Context: an optimization exercise on an open-source flow, tuned for a short achievable clock period and few clock cycles per item. The choices shown serve that exercise and are no tape-out recipe. The RTL was checked by simulation tests, not by an equivalence proof against the original design. Power figures rest on the tool's default switching activity, not on a simulated workload.

==> flow/design.v (excerpt) <==
module galley_decoder (
    input  wire        clk,
    input  wire        rst,
    input  wire        start,
    input  wire [1:0]  exp_ratio,
    input  wire [12:0] exp_len,
    output wire        busy,
    input  wire        in_valid,
    input  wire [31:0] in_data,
    output wire        in_ready,
    output wire        wr_en,
    output wire [11:0] wr_addr,
    output wire [7:0]  wr_data,
    output wire        rd_en,
    output wire [11:0] rd_addr,
    input  wire [7:0]  rd_data,
    output reg         done,
    output reg         ok,
    output reg  [2:0]  fail_check,
    output reg  [12:0] len_out
);
    localparam LF = 6;                
    localparam F  = 1 << LF;
    localparam [7:0] P_IDLE  = 8'b00000001,
                     P_HDR0  = 8'b00000010,
                     P_HDR1  = 8'b00000100,
                     P_CHK   = 8'b00001000,
                     P_RUN   = 8'b00010000,
                     P_PAD   = 8'b00100000,
                     P_DRAIN = 8'b01000000,
                     P_FIN   = 8'b10000000;
    localparam [1:0] K_LITHEAD = 2'd0,    
  ...
make LEC_CHECK=0 CAP_MARGIN=20 CORE_MARGIN=2 CORE_UTILIZATION=40 PLACE_DENSITY=0.6 SETUP_SLACK_MARGIN=5 SLEW_MARGIN=20 TNS_END_PERCENT=100 finish   # period 8.0 ns
run.sh (not shown) runs the stock make flow with config.mk's settings and CLKGATE_MAP_FILE= SYNTH_SCRIPT=/design/flow/synth_recipe.tcl, a recipe that flattens the netlist after the stock synthesis.
The starting point went through all stages and came out clean.
Testbench counts at the start, summed over its fixed seeds: cycles 276,464, galleys 72.
Then changed:
--- a/flow/design.v
+++ b/flow/design.v
@@ -11,24 +11,23 @@
     output wire        wr_en,
     output wire [11:0] wr_addr,
     output wire [7:0]  wr_data,
     output wire        rd_en,
     output wire [11:0] rd_addr,
     input  wire [7:0]  rd_data,
     output reg         done,
     output reg         ok,
     output reg  [2:0]  fail_check,
     output reg  [12:0] len_out
 );
-    localparam LF = 6;                
-    localparam F  = 1 << LF;
+    localparam F  = 80;                
     localparam [7:0] P_IDLE  = 8'b00000001,
                      P_HDR0  = 8'b00000010,
                      P_HDR1  = 8'b00000100,
                      P_CHK   = 8'b00001000,
                      P_RUN   = 8'b00010000,
                      P_PAD   = 8'b00100000,
                      P_DRAIN = 8'b01000000,
                      P_FIN   = 8'b10000000;
     localparam [1:0] K_LITHEAD = 2'd0,    
                      K_LITBYTE = 2'd1,    
                      K_MATCH   = 2'd2,    
@@ -194,36 +193,40 @@
     wire no_more = h_v && h_trl && !h_zcnz;
     wire a_have  = qv[0] && (t_long ? qv[2] : qv[1]);
     wire a_bad   = a_tok && no_more && !a_have;
     wire a_tokgo = a_tok && a_have;
     wire a_item  = a_tokgo || a_lb || a_bad;
     wire qc3 = a_tokgo && t_long;
     wire qc2 = a_tokgo && !t_long;
     wire qc1 = a_lb;
     wire qload = (st_chk || st_run) && !qv[4] && h_wavail;
     reg [7:0]  vq [0:11];
     reg [11:0] vv;
+    reg [4:0]  qn;                
     integer a, b;
     always @(*) begin
+        qn[0] = !qv[0];
+        for (b = 1; b < 5; b = b + 1)
+            qn[b] = qv[b - 1] && !qv[b];
         for (a = 0; a < 12; a = a + 1) begin
-            vq[a] = (a < 8) ? q[a % 8] : 8'd0;
+            vq[a] = (a < 8) ? (q[a % 8] & {8{qv[a % 8]}}) : 8'd0;
             if (a < 8)
                 vv[a] = qv[a] || (qload && (a < 4 || qv[(a + 4) % 8]));
             else
                 vv[a] = qload && qv[(a + 4) % 8];
-            for (b = 0; b < 5; b = b + 1) begin
-                if (a >= b && a < b + 4 && (b == 0 ? !qv[0] : (qv[(b + 7) % 8] && (b == 8 || !qv[b % 8]))))
-                    vq[a] = h_word[8*((a - b) % 4) +: 8];
-            end
+            for (b = 0; b < 5; b = b + 1)
+                if (a >= b && a < b + 4)
+                    vq[a] = vq[a] | (h_word[8*((a - b) % 4) +: 8] & {8{qn[b]}});
         end
     end
+    wire qc0 = !(qc1 || qc2 || qc3);
     wire b_go  = b_v && !b_end && !c_full;
     wire b_pad = b_v && b_end;
     wire b_lit_fail = (b_rem < {4'd0, b_size}) || ({4'd0, b_n} > rlen);
     wire b_m_fail   = (b_dm1 >= pout) || ({4'd0, b_n} > rlen);
     wire b_fail = b_go && ((b_kind == K_LITHEAD) ? b_lit_fail :
                            (b_kind == K_MATCH)   ? b_m_fail :
                            (b_kind == K_BAD));
     wire b_adv  = b_go && ((b_kind == K_LITHEAD) || (b_kind == K_MATCH));
     wire b_rawbad = (b_rawv[0] && b_raw[7:0]   != 8'd0) ||
                     (b_rawv[1] && b_raw[15:8]  != 8'd0) ||
                     (b_rawv[2] && b_raw[23:16] != 8'd0);
@@ -301,23 +304,24 @@
         if (h_load) begin
             {h_trl, h_zcnz, h_w} <= pf0;
             h_word <= pf0[32] ? 32'd0 : pf0[31:0];
             h_zc <= zmem[zrp];
         end else if (!h_pop && w_take && h_zcnz) begin
             h_zc   <= h_zc - 10'd1;
             h_zcnz <= (h_zc != 10'd1);
             if (h_zc == 10'd1)
                 h_word <= h_w;
         end
         for (k = 0; k < 8; k = k + 1)
-            q[k] <= qc3 ? vq[k + 3] : qc2 ? vq[k + 2] : qc1 ? vq[k + 1] : vq[k];
+            q[k] <= (vq[k + 3] & {8{qc3}}) | (vq[k + 2] & {8{qc2}}) |
+                    (vq[k + 1] & {8{qc1}}) | (vq[k] & {8{qc0}});
         if (a_tokgo && t_lit)
             a_litcnt <= q0[6:0];
         if (a_lb)
             a_litcnt <= a_litcnt - 7'd1;
         if (!b_stall) begin
             b_kind <= a_lb ? K_LITBYTE : a_bad ? K_BAD : t_lit ? K_LITHEAD : K_MATCH;
             b_byte <= a_lb ? q0 : q1;
             b_l    <= q0[6:0];
             b_size <= t_lit ? ({1'b0, q0[6:0]} + 8'd2) : t_long ? 8'd3 : 8'd2;
             b_n    <= t_lit ? ({2'd0, q0[6:0]} + 9'd1) : m_n;
             b_dm1  <= dm1;
@@ -416,28 +420,27 @@
                 ft <= {ft[F-2:0], 1'b1};
             else if (!fpush && fpop)
                 ft <= {1'b0, ft[F-1:1]};
             if (h_load) begin
                 if (pf0[32])
                     zrp <= zrp + 2'd1;
                 h_v <= 1'b1;
             end else if (h_pop) begin
                 h_v <= 1'b0;
             end
             for (k = 0; k < 8; k = k + 1) begin
-                qv[k] <= qc3 ? vv[k + 3] : qc2 ? vv[k + 2] : qc1 ? vv[k + 1] : vv[k];
+                qv[k] <= (vv[k + 3] && qc3) || (vv[k + 2] && qc2) ||
+                         (vv[k + 1] && qc1) || (vv[k] && qc0);
             end
-            if (a_tokgo && t_lit)
-                a_lit <= (q0[6:0] != 7'd0);
-            if (a_lb && a_litcnt == 7'd1)
-                a_lit <= 1'b0;
+            a_lit <= (a_lit && !(a_lb && a_litcnt == 7'd1)) ||
+                     (!a_lit && a_tokgo && t_lit && (q0[6:0] != 7'd0));
             if (a_bad)
                 a_stop <= 1'b1;
             if (!b_stall)
                 b_v    <= a_item;
             if (b_adv) begin
                 rz    <= (rlen == {4'd0, b_n});
                 b_rem <= b_rem - {4'd0, b_size};
                 pout <= pout + {3'd0, b_n};
                 rlen <= rlen - {4'd0, b_n};
             end
             if (b_go && b_kind == K_LITHEAD) begin
=>
- register-to-register slack gets worse by 0.04 ns
- critical path depth is unchanged
- setup slack loses 0.090 ns
- wire length climbs by about a fifth
- power increases by about a fifth
- area after synthesis goes up by about a fifth
- maximum frequency shrinks by a few percent
- worst hold slack degrades by 0.0042 ns
- final cell count rose by about a fifth
Testbench counts after the change, summed over its fixed seeds: cycles 275,987, galleys 72.

## afterwards: timing with drivers on the ports
Ports are ideal in the flow. The routed layouts listed here were re-timed in OpenROAD. Step 1: set_driving_cell puts a clkbuf_16 on clk and a buf_2 on each other input, an assumption about the parent block. Step 2 also shifts input and output timing later by t, the mid clock arrival at the registers, as if the neighbouring blocks saw the same clock. Three values: ideal, step 1, step 2; two values: the first two.
run	shift t [ns]	setup WS [ns]	worst register clock-pin slew, ns	worst slew at a driven data input, ns
the first run	0.956	5.061 / 4.960 / 4.210	0.07 / 0.07	0.06
the second run	1.032	4.970 / 4.869 / 4.428	0.07 / 0.07	0.05
After both steps setup and hold are still met in every run listed. The setup slack of the first run, which loses most, moves by -0.101 ns with the drivers and by -0.851 ns with both steps.
